From an optimization exercise on the open Yosys and OpenROAD flow, aimed at small area, a short achievable clock period and few clock cycles; shortcuts taken in it are not production practice.
The RTL was checked by simulation tests, not by an equivalence proof against the original design.

==> flow/design.v, too long to show whole: its modules and the start of the top module <==
// module digest_unit: 1448 lines
module digest_unit (
    input  wire        clk,
    input  wire        rst,
    input  wire        in_valid,
    output wire        in_ready,
    input  wire [63:0] in_data,
    input  wire [3:0]  in_nbytes,
    input  wire        in_last,
    input  wire [1:0]  in_alg,
    input  wire        in_expect,
    input  wire [63:0] in_cmp,
    output reg         out_valid,
    output reg  [63:0] out_digest,
    output reg         out_match,
    output reg         out_empty
);
  // ...
==> flow/flow/run.sh <==
#!/bin/bash
export SETUP_SLACK_MARGIN=5.8
export BUFFER_PORTS_ARGS="-buffer_cell sky130_fd_sc_hd__buf_2"
bash standard.sh > standard.log 2>&1
==> flow/standard.sh <==
#!/bin/bash
# synth_recipe.tcl (not shown) runs the flow's synth.tcl, then flattens the netlist and writes it again
# the make line also repeats each setting of config.mk as NAME=value (left out here)
make -C /OpenROAD-flow-scripts/flow DESIGN_CONFIG=/design/flow/config.mk WORK_HOME=/design/flow/orfs CLKGATE_MAP_FILE= SYNTH_SCRIPT=/design/flow/synth_recipe.tcl "${@:-finish}"
==> flow/config.mk <==
export PLATFORM = sky130hd
export DESIGN_NAME = digest_unit
export DESIGN_NICKNAME = digest_unit
export VERILOG_FILES = /design/flow/design.v
export SDC_FILE = /design/flow/constraint.sdc
export NUM_CORES = 4
export LEC_CHECK = 0
export CAP_MARGIN = 20
export CORE_MARGIN = 2
export CORE_UTILIZATION = 50
export SLEW_MARGIN = 20
==> flow/constraint.sdc <==
create_clock -name core_clock -period 10.0 [get_ports {clk}]
set_input_delay 2.0000 -clock core_clock [delete_from_list [all_inputs] [get_ports {clk}]]
set_output_delay 2.0000 -clock core_clock [all_outputs]
set_load 0.01 [all_outputs]
==> results by group, run 1 <==
Logic synthesis
  – Most area-hungry cell type in the Yosys netlist: xnor2_1
  – Top post-synthesis cells by count: xnor2_1, dfxtp_1, xor2_1
  – Synth area leaders: xnor2_1, dfxtp_1, xor2_1
  – Post-synth EDFFs: 68
  – Mapped Area: 0.04106 mm²

Timing
  – Setup TNS: 0 ns
  – Fmax: 229.4 MHz

Routing
  – Vias/cell: 6.557
  – Number of remaining DRC errors: 0
  – WL per Instance: 37.24 µm
  – Uppermost layer routed: met5
  – 1st-iter DRT viols: 6052

Floorplanning
  – Full die area: 0.08443 mm²
  – DIE WIDTH: 290.6 µm

Worst setup path
  – Critical Path Stages: 11
  – CP Data Arrival Time: 4.83 ns
  – Startpoint types: register
  – CP Capture Point: s[8]

Finish
  – Post-route cell area: 0.04685 mm²
  – Repair and plain buffers: 386
  – Multi-input combinational area share: 69.48%
  – Non-CTS inverters: 114
  – Finished Core Util: 57.34%

Global route
  – Vias in the first global route: 35970
  – GR Layer Usage met2: 73.35%

Clocking
  – Post-CTS resize count: 136
  – Worst-path clk slew: 0.06 ns

Place
  – GP Congestion: 1.101

Min path
  – Worst Hold Class: register to register

Outcome
  – Outcome: complete, no violations
Testbench counts, summed over its fixed seeds: cycles 10,044.
==> run 2: changes to the inputs <==
--- a/flow/design.v
+++ b/flow/design.v
@@ -94,17 +94,16 @@
         end
     end
     wire [63:0] base  = first ? init : rot_s ? 64'd0 : wbuf;
     wire [63:0] word  = base ^ (drot & wm);       
     wire [63:0] ovp   = drot & om;                
     always @(posedge clk) begin
         if (rst) begin
             rdy     <= 1'b1;
-            n       <= 32'd0;
             fstate  <= F_IDLE;
             op_c32  <= 1'b0;
             op_c64  <= 1'b0;
             op_th   <= 1'b0;
             op_a    <= 1'b0;
             op_b    <= 1'b0;
             op_clr  <= 1'b1;
             fz      <= 1'b1;
@@ -114,17 +113,16 @@
             op_c64 <= 1'b0;
             op_th  <= 1'b0;
             op_a   <= 1'b0;
             op_b   <= 1'b0;
             op_clr <= 1'b0;
             op_out <= 1'b0;
             case (fstate)
                 F_IDLE: if (fire) begin
-                    n     <= n + {28'd0, in_nbytes};
                     fz    <= fz & kz;
                     if (!in_last) begin
                         op_c32 <= cmpl && in_alg == 2'd0;
                         op_c64 <= cmpl && in_alg == 2'd1;
                         op_th  <= cmpl && is_th;
                     end else begin
                         rdy     <= 1'b0;
                         if (first && kz) begin
@@ -145,17 +143,16 @@
                             fstate <= ovf ? F_PAD : F_A;
                         end
                     end
                 end
                 F_OUT: begin
                     op_out <= 1'b1;
                     op_clr <= 1'b1;
                     rdy    <= 1'b1;
-                    n      <= 32'd0;
                     fz     <= 1'b1;
                     fstate <= F_IDLE;
                 end
                 F_WAIT: begin
                     op_clr <= 1'b1;
                     fstate <= F_ROT;
                 end
                 F_ROT: begin
@@ -178,16 +175,22 @@
                 default: begin     
                     op_th  <= 1'b1;
                     fstate <= F_OUT;
                 end
             endcase
         end
     end
     always @(posedge clk) begin
+        if (rst || fstate == F_OUT)
+            n <= 32'd0;
+        else
+            n <= n + {28'd0, in_nbytes & {4{fire}}};
+    end
+    always @(posedge clk) begin
         if (fire) begin
             alg_r <= in_alg;
             if (in_last) begin
                 cmp_q   <= in_cmp;
                 exp_q   <= in_expect;
                 empty_q <= first && kz;
             end
         end
==> flow/config.mk (replaced) <==
export PLATFORM = sky130hd
export DESIGN_NAME = digest_unit
export DESIGN_NICKNAME = digest_unit
export VERILOG_FILES = /design/flow/design.v
export SDC_FILE = /design/flow/constraint.sdc
export NUM_CORES = 4
export LEC_CHECK = 0
export CAP_MARGIN = 20
export CORE_MARGIN = 2
export CORE_UTILIZATION = 55
export SLEW_MARGIN = 20
==> run 2 against run 1 <==
Compared with the run above:
- register-to-register slack worse by 0.10 ns
- cell area decreased by 0.45%
- routed wire length shrank 3.1%
- count of clock-buffer cells in the layout grew 5
- critical path type unchanged
- largest cell class unchanged
==> results by group, run 2 <==
Global route
  – GRT overflow: 0 (unchanged)
  – Vias in the first global route: 36680 (was 35970)
  – Largest net degree at the start of global routing: 98 (was 95)
  – Initial antenna violation count: 19 (was 8)
  – First-pass GRT wire length: 283100 µm (was 293900 µm)
  – Total GRT Usage: 52.63% (was 50.14%)

Timing
  – Final Max Tran Viols: 0 (unchanged)
  – Period minus WS final: 4.462 ns (was 4.359 ns)
  – RSZ-0062 raised after global routing: yes (unchanged)
  – Final worst clock skew: 0.01827 ns (was 0.07054 ns)
  – Setup ws final: 5.538 ns (was 5.641 ns)
  – Crit share post-route: 44.62% (was 43.59%)
  – Fmax: 224.1 MHz (was 229.4 MHz)
  – Max-slew headroom: 16.58% (was 10.20%)
  – Hold Fails Final Rpt: 0 (unchanged)
  – Slew @ Worst Pin: 1.242 ns (was 1.342 ns)
  – Setup violators final: 0 (unchanged)
  – Setup TNS: 0 ns (unchanged)

Worst setup path
  – Crit end category: register (unchanged)
  – Critical Path RT: 10.48 ns (was 10.47 ns)
  – Critical-path cell list: xnor2_4, buf_4, xnor2_4, xnor2_1, xnor2_1, xnor2_1, xnor2_1, o221ai_1, a221o_1 (was buf_4, xnor2_4, buf_4, inv_4, xnor2_4, xor2_2, xor2_2, xnor2_1, xnor2_1, xnor2_1, o211ai_1)
  – Worst path max stage delay: 0.88 ns (was 0.84 ns)
  – Startpoint types: register (unchanged)
  – Crit-path leading delay family: XOR/XNOR gates (unchanged)
  – CP Class: register to register (unchanged)
  – CP bufs+invs: 1 (was 3)
  – Worst setup path start: s[60] (was s[14])
  – Worst reg2reg path startpoint: s[60] (was s[14])
  – CP max stage cell: xnor2_1 (unchanged)
  – Most used cell, CP: xnor2_1 (unchanged)
  – Worst Path Max Fanout: 15 (was 7)
  – CP Data Arrival Time: 4.94 ns (was 4.83 ns)

Clocking
  – Clock sink count: 371 (unchanged)
  – Worst-path clk slew: 0.06 ns (about the same)
  – CTS Buf Count: 43 (was 44)
  – CTS tree: built (unchanged)
  – H-tree depth: 2 (unchanged)
  – Clk Latency, worst-skew pair: 0.59 ns (was 0.64 ns)
  – Post-CTS Hold Buffers: 0 (unchanged)
  – Root buffer cell: clkbuf_16 (unchanged)
  – Clk buf depth: 3 (unchanged)

Finish
  – Nets: 5224 (was 5060)
  – Most common cell after layout, fill and taps aside: xnor2_1 (unchanged)
  – Most frequent cells in the layout: xnor2_1, nor2_1, nand2_1 (was xnor2_1, xor2_1, nor2_1)
  – Area grow syn2layout: 14.12% (about the same)
  – Share of layout cells above drive strength 1: 16.73% (was 17.74%)
  – Filler cells: 6494 (was 7448)

Logic synthesis
  – Syn_area_per_cell: 8.739 µm² (was 9.070 µm²)
  – Sequential fraction of the synthesis area: 19.84% (was 19.75%)
  – Post-synth EDFFs: 68 (unchanged)
  – Synth warn: 1 (unchanged)
  – Top post-synthesis cells by count: xnor2_1, nor2_1, nand2_1 (was xnor2_1, dfxtp_1, xor2_1)
  – Most common cell in the netlist: xnor2_1 (unchanged)
  – Number of library cell types mapped by synthesis: 82 (unchanged)
  – Yosys reg bits: 371 (unchanged)
  – Most area-hungry cell type in the Yosys netlist: xnor2_1 (unchanged)
  – Cells after Synth: 4677 (was 4527)
  – Yosys top cell area share: 26.81% (was 26.45%)
  – Syn Nets: 5025 (was 4871)
  – Asr flop ratio synth: 0% (unchanged)
  – Mapped Area: 0.04087 mm² (was 0.04106 mm²)
  – Synth area leaders: xnor2_1, dfxtp_1, xor2_1 (unchanged)
  – Primary FF master, synth: dfxtp_1 (unchanged)

Min path
  – Worst hold start: empty_q (was op_out)
  – Worst Hold Class: register to register (unchanged)

Routing
  – Number of remaining DRC errors: 0 (unchanged)
  – Via count: 40180 (was 38210)
  – 1st-iter DRT viols: 7437 (was 6052)
  – Post-DRT Antenna Nets: 0 (unchanged)
  – Vias/cell: 6.836 (was 6.557)
  – WL per Instance: 35.76 µm (was 37.24 µm)
  – Routed wire length: 210200 µm (was 217000 µm)
  – Pre-antenna DRT Iters: 11 (was 8)

Floorplanning
  – # rows: 99 (was 105)
  – Full die area: 0.07651 mm² (was 0.08443 mm²)
  – Area of the core: 0.07321 mm² (was 0.08172 mm²)
  – Initial Utilization: 55.83% (was 50.24%)
  – DIE WIDTH: 276.6 µm (was 290.6 µm)
  – Top-Level Pins: 207 (unchanged)
  – Die Height: 276.6 µm (was 290.6 µm)

Outcome
  – Outcome: complete, no violations (unchanged)

Job
  – Maxcap violations: 0 (unchanged)

Place
  – GP Congestion: 1.120 (was 1.101)
  – Dpl hpwl: 160400 µm (was 164600 µm)
  – Pre-CTS setup slack: 4.762 ns (was 4.259 ns)
  – Count of input and output buffers: 206 (unchanged)
## run 2: worst reg2reg max path, cell delays in order (launching register included)
cell      delay [ns]
dfxtp_1         0.61
xnor2_4         0.17
buf_4           0.49
xnor2_4         0.33
xnor2_1         0.86
xnor2_1         0.26
xnor2_1         0.20
xnor2_1         0.88
o221ai_1        0.26
a221o_1         0.30
## run 2: layout make-up
class | count | area [µm²] | share of cell area, %
antenna | 11 | 27.53 | 0.05901
clock buffer | 64 | 1279 | 2.741
clock inverter | 13 | 148.9 | 0.3192
inverter | 108 | 457.9 | 0.9818
multi-input combinational | 3959 | 32420 | 69.51
sequential | 371 | 8203 | 17.59
tap | 959 | 1200 | 2.572
timing repair buffer | 393 | 2904 | 6.226
## run 2: per-stage QoR
step / util (%) / std cells / hold WS, ns / cell area (µm²)
global route: 63.68 / 5867 / 0.3804 / 46620
finish: 63.72 / 5878 / 0.3696 / 46640
detailed placement: 59.19 / 5732 / 0.3543 / 43330
floorplan: - / 4677 / 0.3386 / 40890
CTS: 61.95 / 5818 / 0.3671 / 45350
global placement: 59.19 / 5732 / 0.3500 / 43330
## run 2: path summary, 6_finish.rpt
check | end | slack (ns) | cells past startpoint
min reg2reg | out_empty | 0.37 | 0
max reg2reg | s[19] | 5.54 | 9
max | s[19] | 5.54 | 9
min | out_empty | 0.37 | 0
## run 2: cells by family after synthesis
kind of cell | count (synthesis) | synth area share (%)
compound gates | 978 | 15.03
xor+xnor | 1659 | 39.59
fa+ha+maj | 217 | 7.494
buf+inv | 347 | 3.389
flops | 371 | 19.84
mux | 181 | 4.757
simple gates | 924 | 9.903
## run 2: repair_timing
item	4_1_cts	5_1_grt
resized for setup	128	210
setup endpoints to repair	165	129
pin swaps	11	21
setup buffers	8	49
cloned	1	0
## run 2: layer usage
layer,track usage (%),vias up,routed length (µm),share of wire (%)
met5,1.563,-,409,0.19
met4,31.12,34,16520,7.9
met3,29.40,980,39780,19
met2,69.83,3738,79020,38
met1,65.57,18990,74490,35
li1,-,16440,-,-
Testbench counts of run 2, summed over its fixed seeds: cycles 10,044.
==> run 3: changes to the inputs <==
--- a/flow/config.mk
+++ b/flow/config.mk
@@ -7,5 +7,5 @@
 export LEC_CHECK = 0
 export CAP_MARGIN = 20
 export CORE_MARGIN = 2
-export CORE_UTILIZATION = 55
+export CORE_UTILIZATION = 50
 export SLEW_MARGIN = 20
==> run 3 against run 2 <==
Compared with the run above:
- highest routed layer unchanged
- critical path depth up 3
- utilization down 5.1 points
- synthesized cell count unchanged
- clock skew up 0.019 ns
- sequential share of layout area down 0.27 points
- setup slack better by 0.088 ns
- still clean on timing, DRC and antenna
- synthesized area unchanged
- final cell count up 2.2%
==> results by group, run 3 <==
Logic synthesis
  – Number of library cell types mapped by synthesis: 82 (unchanged)
  – Post-synth EDFFs: 68 (unchanged)
  – Synth area leaders: xnor2_1, dfxtp_1, xor2_1 (unchanged)
  – Syn_area_per_cell: 8.739 µm² (unchanged)
  – Syn Nets: 5025 (unchanged)
  – Yosys top cell area share: 26.81% (unchanged)
  – Yosys reg bits: 371 (unchanged)
  – Synth warn: 1 (unchanged)
  – Most common cell in the netlist: xnor2_1 (unchanged)
  – Primary FF master, synth: dfxtp_1 (unchanged)
  – Cells after Synth: 4677 (unchanged)
  – Asr flop ratio synth: 0% (unchanged)
  – Mapped Area: 0.04087 mm² (unchanged)
  – Most area-hungry cell type in the Yosys netlist: xnor2_1 (unchanged)
  – Top post-synthesis cells by count: xnor2_1, nor2_1, nand2_1 (unchanged)
  – Sequential fraction of the synthesis area: 19.84% (unchanged)

Worst setup path
  – CP Data Arrival Time: 4.88 ns (was 4.94 ns)
  – Worst Path Max Fanout: 11 (was 15)
  – Worst reg2reg path startpoint: s[42] (was s[60])
  – Reg2reg setup slack: 5.63 ns (was 5.54 ns)
  – Reg2Reg Depth: 12 (was 9)
  – CP Capture Point: s[54] (was s[19])
  – CP Class: register to register (unchanged)
  – Reg2Reg Capture Point: s[54] (was s[19])
  – Startpoint types: register (unchanged)
  – Crit end category: register (unchanged)
  – Worst setup path start: s[42] (was s[60])
  – Critical Path RT: 10.51 ns (was 10.48 ns)

Clocking
  – CTS tree: built (unchanged)
  – Worst-path clk slew: 0.06 ns (about the same)
  – Root buffer cell: clkbuf_16 (unchanged)
  – H-tree depth: 2 (unchanged)
  – Clk buf depth: 3 (unchanged)
  – Clock sink count: 371 (unchanged)
  – Clk Latency, worst-skew pair: 0.61 ns (was 0.59 ns)
  – CTS Buf Count: 40 (was 43)

Min path
  – Min-Delay Path Depth: 1 (was 0)
  – Worst Hold Class: register to register (unchanged)

Timing
  – Max-slew headroom: 11.27% (was 16.58%)
  – Setup TNS: 0 ns (unchanged)
  – RSZ-0062 raised after global routing: yes (unchanged)
  – Hold Fails Final Rpt: 0 (unchanged)
  – Fmax: 228.7 MHz (was 224.1 MHz)
  – Crit share post-route: 43.73% (was 44.62%)
  – Setup violators final: 0 (unchanged)
  – Slew @ Worst Pin: 1.322 ns (was 1.242 ns)
  – Period minus WS final: 4.373 ns (was 4.462 ns)
  – Final Max Tran Viols: 0 (unchanged)
  – Final worst clock skew: 0.03734 ns (was 0.01827 ns)

Floorplanning
  – Full die area: 0.08405 mm² (was 0.07651 mm²)
  – DIE WIDTH: 289.9 µm (was 276.6 µm)
  – Top-Level Pins: 207 (unchanged)
  – # rows: 104 (was 99)
  – Die Height: 289.9 µm (was 276.6 µm)
  – Area of the core: 0.08068 mm² (was 0.07321 mm²)
  – Initial Utilization: 50.66% (was 55.83%)

Job
  – Maxcap violations: 0 (unchanged)

Global route
  – GRT overflow: 0 (unchanged)
  – Vias in the first global route: 36750 (was 36680)
  – Largest net degree at the start of global routing: 105 (was 98)
  – Initial antenna violation count: 25 (was 19)
  – First-pass GRT wire length: 300100 µm (was 283100 µm)
  – Total GRT Usage: 51.14% (was 52.63%)

Routing
  – Number of remaining DRC errors: 0 (unchanged)
  – Routed wire length: 223700 µm (was 210200 µm)
  – Via count: 40240 (was 40180)
  – Vias/cell: 6.695 (was 6.836)
  – Post-DRT Antenna Nets: 0 (unchanged)
  – 1st-iter DRT viols: 6905 (was 7437)
  – WL per Instance: 37.21 µm (was 35.76 µm)
  – Pre-antenna DRT Iters: 12 (was 11)

Finish
  – Area grow syn2layout: 15.70% (was 14.12%)
  – Most frequent cells in the layout: xnor2_1, nor2_1, nand2_1 (unchanged)
  – Most common cell after layout, fill and taps aside: xnor2_1 (unchanged)
  – Nets: 5257 (was 5224)
  – Filler cells: 7334 (was 6494)
  – Share of layout cells above drive strength 1: 17.64% (was 16.73%)

Place
  – GP Congestion: 1.150 (was 1.120)
  – Count of input and output buffers: 206 (unchanged)
  – Dpl hpwl: 171100 µm (was 160400 µm)

Outcome
  – Outcome: complete, no violations (unchanged)
-- run 3: cell counts after synthesis --
No cell type changed its count.
-- run 3: what timing repair did --
| action | CTS | global route |
|---|---|---|
| buffers inserted | 24 | 53 |
| resized for setup | 166 | 178 |
| cloned | 1 | 2 |
| pin swaps | 16 | 23 |
| hold buffers | 0 | 0 |
| setup endpoints to repair | 190 | 130 |
-- run 3: worst min-delay path by stage --
stage,start,to
after floorplan,empty_q,out_empty
after global placement,op_out,out_valid
after detailed placement,op_out,out_valid
after CTS,op_out,out_valid
after global routing,op_out,out_valid
final,op_out,out_valid
-- run 3: area by class of cell --
cell class                      count  area (µm²)  area share, %
Sequential cell                   371        8190          17.32
Multi-Input combinational cell   3961       32690          69.13
Tap cell                         1060        1326          2.805
Antenna cell                       11       27.53        0.05821
Clock buffer                       57        1189          2.513
Timing Repair Buffer              427        3192          6.749
Clock inverter                     15       229.0         0.4842
Inverter                          108       444.2         0.9393
-- run 3: metal layers --
metal	global-route usage, %	wire [µm]	vias to the layer above
met5	0	276	-
met4	27.41	16240	20
met1	65.38	83830	19290
met2	68.05	83450	3526
met3	27.56	39850	887
li1	-	-	16510
-- run 3: logic make-up after synthesis --
logic type,after synthesis,synth area share [%]
simple gates,924,9.903
mux,181,4.757
buf+inv,347,3.389
compound gates,978,15.03
fa+ha+maj,217,7.494
xor+xnor,1659,39.59
flops,371,19.84
-- run 3: worst max-delay path, cell delays in order, from the launching register on --
cell and delay (ns):
dfxtp_2 0.52, xnor2_2 0.15, buf_4 0.39, clkinvlp_4 0.22, ha_1 0.48, xnor2_2 0.37, xnor2_1 0.15, xnor2_2 0.47
xnor2_1 0.16, xnor2_1 0.18, xnor2_1 0.67, a222oi_1 0.33, o21ai_1 0.14
-- run 3: stage by stage --
| step | setup WS (ns) | util, % | std cells | hold WS (ns) | instance area, µm² |
|---|---|---|---|---|---|
| floorplan | 5.806 | - | 4677 | 0.3386 | 40890 |
| global placement | 4.715 | 53.98 | 5846 | 0.4404 | 43550 |
| detailed placement | 4.738 | 54.00 | 5847 | 0.4525 | 43570 |
| CTS | 5.688 | 57.01 | 5944 | 0.4638 | 45990 |
| global route | 5.629 | 58.59 | 6001 | 0.4766 | 47270 |
| finish | 5.627 | 58.62 | 6010 | 0.4635 | 47290 |
==> run 4: changes to the inputs <==
==> flow/flow/run.sh (replaced) <==
#!/bin/bash
export SETUP_SLACK_MARGIN=6.0
export BUFFER_PORTS_ARGS="-buffer_cell sky130_fd_sc_hd__buf_2"
bash standard.sh > standard.log 2>&1
==> run 4 against run 3 <==
Compared with the run above:
- cell area is 3.5% higher
- clock skew is 0.0032 ns lower
- still clean on timing, DRC and antenna
- final cell count is 1.3% higher
- synthesized area stayed put
- largest cell class unchanged
==> results by group, run 4 <==
Outcome
  – Outcome: complete, no violations (unchanged)

Floorplanning
  – Area of the core: 0.08068 mm² (unchanged)
  – Initial Utilization: 50.66% (unchanged)
  – Full die area: 0.08405 mm² (unchanged)
  – DIE WIDTH: 289.9 µm (unchanged)
  – Die Height: 289.9 µm (unchanged)
  – Top-Level Pins: 207 (unchanged)
  – # rows: 104 (unchanged)

Place
  – Count of input and output buffers: 206 (unchanged)
  – Dpl hpwl: 168700 µm (was 171100 µm)
  – Dpl cells: 5846 (was 5847)
  – Placed instance area: 0.04362 mm² (was 0.04357 mm²)
  – Pre-CTS setup slack: 4.910 ns (was 4.738 ns)
  – GP Congestion: 1.099 (was 1.150)

Worst setup path
  – Worst path max stage delay: 0.84 ns (was 0.67 ns)
  – Worst Path Max Fanout: 14 (was 11)
  – Startpoint types: register (unchanged)
  – CP Class: register to register (unchanged)
  – CP max stage cell: xnor2_1 (unchanged)
  – Most used cell, CP: xnor2_1 (unchanged)
  – Critical Path RT: 10.49 ns (was 10.51 ns)
  – Critical-path cell list: xnor2_2, buf_4, xnor2_2, buf_4, xnor2_4, xnor2_1, xnor2_1, xnor2_1, o221ai_1, a221o_1 (was xnor2_2, buf_4, clkinvlp_4, ha_1, xnor2_2, xnor2_1, xnor2_2, xnor2_1, xnor2_1, xnor2_1, a222oi_1, o21ai_1)
  – Crit end category: register (unchanged)
  – CP Data Arrival Time: 4.68 ns (was 4.88 ns)

Global route
  – Total GRT Usage: 50.72% (was 51.14%)
  – Vias in the first global route: 36990 (was 36750)
  – Initial antenna violation count: 19 (was 25)
  – Largest net degree at the start of global routing: 81 (was 105)
  – GRT overflow: 0 (unchanged)
  – First-pass GRT wire length: 297800 µm (was 300100 µm)

Timing
  – Setup TNS: 0 ns (unchanged)
  – Hold_ws: 0.4594 ns (was 0.4635 ns)
  – Fmax: 238.9 MHz (was 228.7 MHz)
  – RSZ-0062 raised after global routing: yes (unchanged)
  – Period minus WS final: 4.186 ns (was 4.373 ns)
  – Slew @ Worst Pin: 1.280 ns (was 1.322 ns)
  – Final Max Tran Viols: 0 (unchanged)
  – Final worst clock skew: 0.03414 ns (was 0.03734 ns)
  – Setup violators final: 0 (unchanged)
  – Hold Fails Final Rpt: 0 (unchanged)
  – Setup ws final: 5.814 ns (was 5.627 ns)
  – Crit share post-route: 41.86% (was 43.73%)
  – Max-slew headroom: 14.06% (was 11.27%)

Routing
  – Routed wire length: 224400 µm (was 223700 µm)
  – WL per Instance: 36.85 µm (was 37.21 µm)
  – Post-DRT Antenna Nets: 0 (unchanged)
  – Number of remaining DRC errors: 0 (unchanged)
  – Via count: 40810 (was 40240)
  – Pre-antenna DRT Iters: 9 (was 12)
  – Vias/cell: 6.701 (was 6.695)
  – 1st-iter DRT viols: 6976 (was 6905)

Logic synthesis
  – Top post-synthesis cells by count: xnor2_1, nor2_1, nand2_1 (unchanged)
  – Number of library cell types mapped by synthesis: 82 (unchanged)
  – Most common cell in the netlist: xnor2_1 (unchanged)
  – Synth warn: 1 (unchanged)
  – Synth area leaders: xnor2_1, dfxtp_1, xor2_1 (unchanged)
  – Sequential fraction of the synthesis area: 19.84% (unchanged)
  – Mapped Area: 0.04087 mm² (unchanged)
  – Most area-hungry cell type in the Yosys netlist: xnor2_1 (unchanged)
  – Post-synth EDFFs: 68 (unchanged)
  – Cells after Synth: 4677 (unchanged)
  – Syn_area_per_cell: 8.739 µm² (unchanged)
  – Yosys top cell area share: 26.81% (unchanged)
  – Syn Nets: 5025 (unchanged)
  – Yosys reg bits: 371 (unchanged)
  – Asr flop ratio synth: 0% (unchanged)
  – Primary FF master, synth: dfxtp_1 (unchanged)

Clocking
  – H-tree depth: 2 (unchanged)
  – Worst-path clk slew: 0.07 ns (was 0.06 ns)
  – CTS tree: built (unchanged)
  – Root buffer cell: clkbuf_16 (unchanged)
  – Clk Latency, worst-skew pair: 0.61 ns (about the same)
  – Clk buf depth: 3 (unchanged)
  – Post-CTS Hold Buffers: 0 (unchanged)
  – Clock sink count: 371 (unchanged)
  – CTS Buf Count: 42 (was 40)

Finish
  – Share of layout cells above drive strength 1: 20.53% (was 17.64%)
  – Area grow syn2layout: 19.78% (was 15.70%)
  – Most common cell after layout, fill and taps aside: xnor2_1 (unchanged)
  – Most frequent cells in the layout: xnor2_1, nor2_1, nand2_1 (unchanged)
  – Finished Core Util: 60.68% (was 58.62%)
  – Post-route cell area: 0.04896 mm² (was 0.04729 mm²)
  – Final cell count without fillers: 6090 (was 6010)
  – Nets: 5338 (was 5257)

Job
  – Maxcap violations: 0 (unchanged)

Min path
  – Worst Hold Class: register to register (unchanged)
run 4: cell families (layout without fill, tap and decap cells):
group | Yosys count | in the layout | synth area share [%]
xor gates and xnor gates | 1659 | 1659 | 39.59
AOI/OAI and AO/OA | 978 | 979 | 15.03
and+or+nand+nor | 924 | 924 | 9.903
DFF | 371 | 371 | 19.84
buffers and inverters | 347 | 691 | 3.389
adders and majority gates | 217 | 217 | 7.494
muxes | 181 | 181 | 4.757
other | 0 | 8 | 0
run 4: cell type report:
type                       count  area [µm²]
multi-input combinational   3960       33250
fill                        7260       31720
sequential                   371        8212
timing repair buffer         507        4212
tap                         1060        1326
clock buffer                  49        1129
inverter                     108       470.5
clock inverter                27       342.8
antenna                        8       20.02
run 4: worst paths after layout:
kind         slack, ns  cells after the start   start         to
min reg2reg       0.46                      1  op_out  out_valid
max reg2reg       5.81                     10   s[44]      s[19]
max               5.81                     10   s[44]      s[19]
min               0.46                      1  op_out  out_valid
run 4: worst max-delay path: cells and delay by family, from the launching register on:
family | cells | cell delay (ns)
compound gates | 2 | 0.60
xor+xnor | 6 | 2.06
buf+inv | 2 | 0.66
flops | 1 | 0.69
run 4: repair_timing:
| action | 4_1_cts | 5_1_grt |
|---|---|---|
| pin swaps | 28 | 56 |
| buffers inserted | 56 | 100 |
| endpoints found under the setup margin | 204 | 146 |
| gates resized for setup | 260 | 264 |
| cloned | 1 | 3 |
run 4: routing by layer:
metal	track usage, %	part of all wire (%)	vias to the layer above
met5	4.141	0.23	-
met4	29.43	7.9	34
met3	25.90	18	957
met2	67.06	37	3643
met1	64.89	37	19520
li1	-	-	16650

## afterwards: timing with drivers on the ports
Ports are ideal in the flow. The routed layouts listed here were re-timed in OpenROAD.
Step 1 assumes that a clkbuf_16 drives the clock port and a buf_2 every other input.
Step 2 also shifts input and output timing later by t, the mid clock arrival at the registers, as if the neighbouring blocks saw the same clock.
Slacks: ideal ports / drivers / drivers and shift; pairs: ideal ports / drivers.
| run | t (ns) | slack for setup (ns) | worst setup path at the end | pins driven straight from the clock port |
|---|---|---|---|---|
| run 1 | 0.680 | 5.641 / 5.641 / 5.180 | input to register | 1 |
| run 2 | 0.649 | 5.538 / 5.538 / 5.211 | input to register | 1 |
| run 3 | 0.663 | 5.627 / 5.627 / 5.133 | input to register | 1 |
| run 4 | 0.661 | 5.814 / 5.814 / 5.407 | input to register | 1 |
After both steps setup and hold are still met in every run listed. For run 3, which loses most, drivers alone change the setup slack by 0.000 ns; drivers and shift together by -0.494 ns.
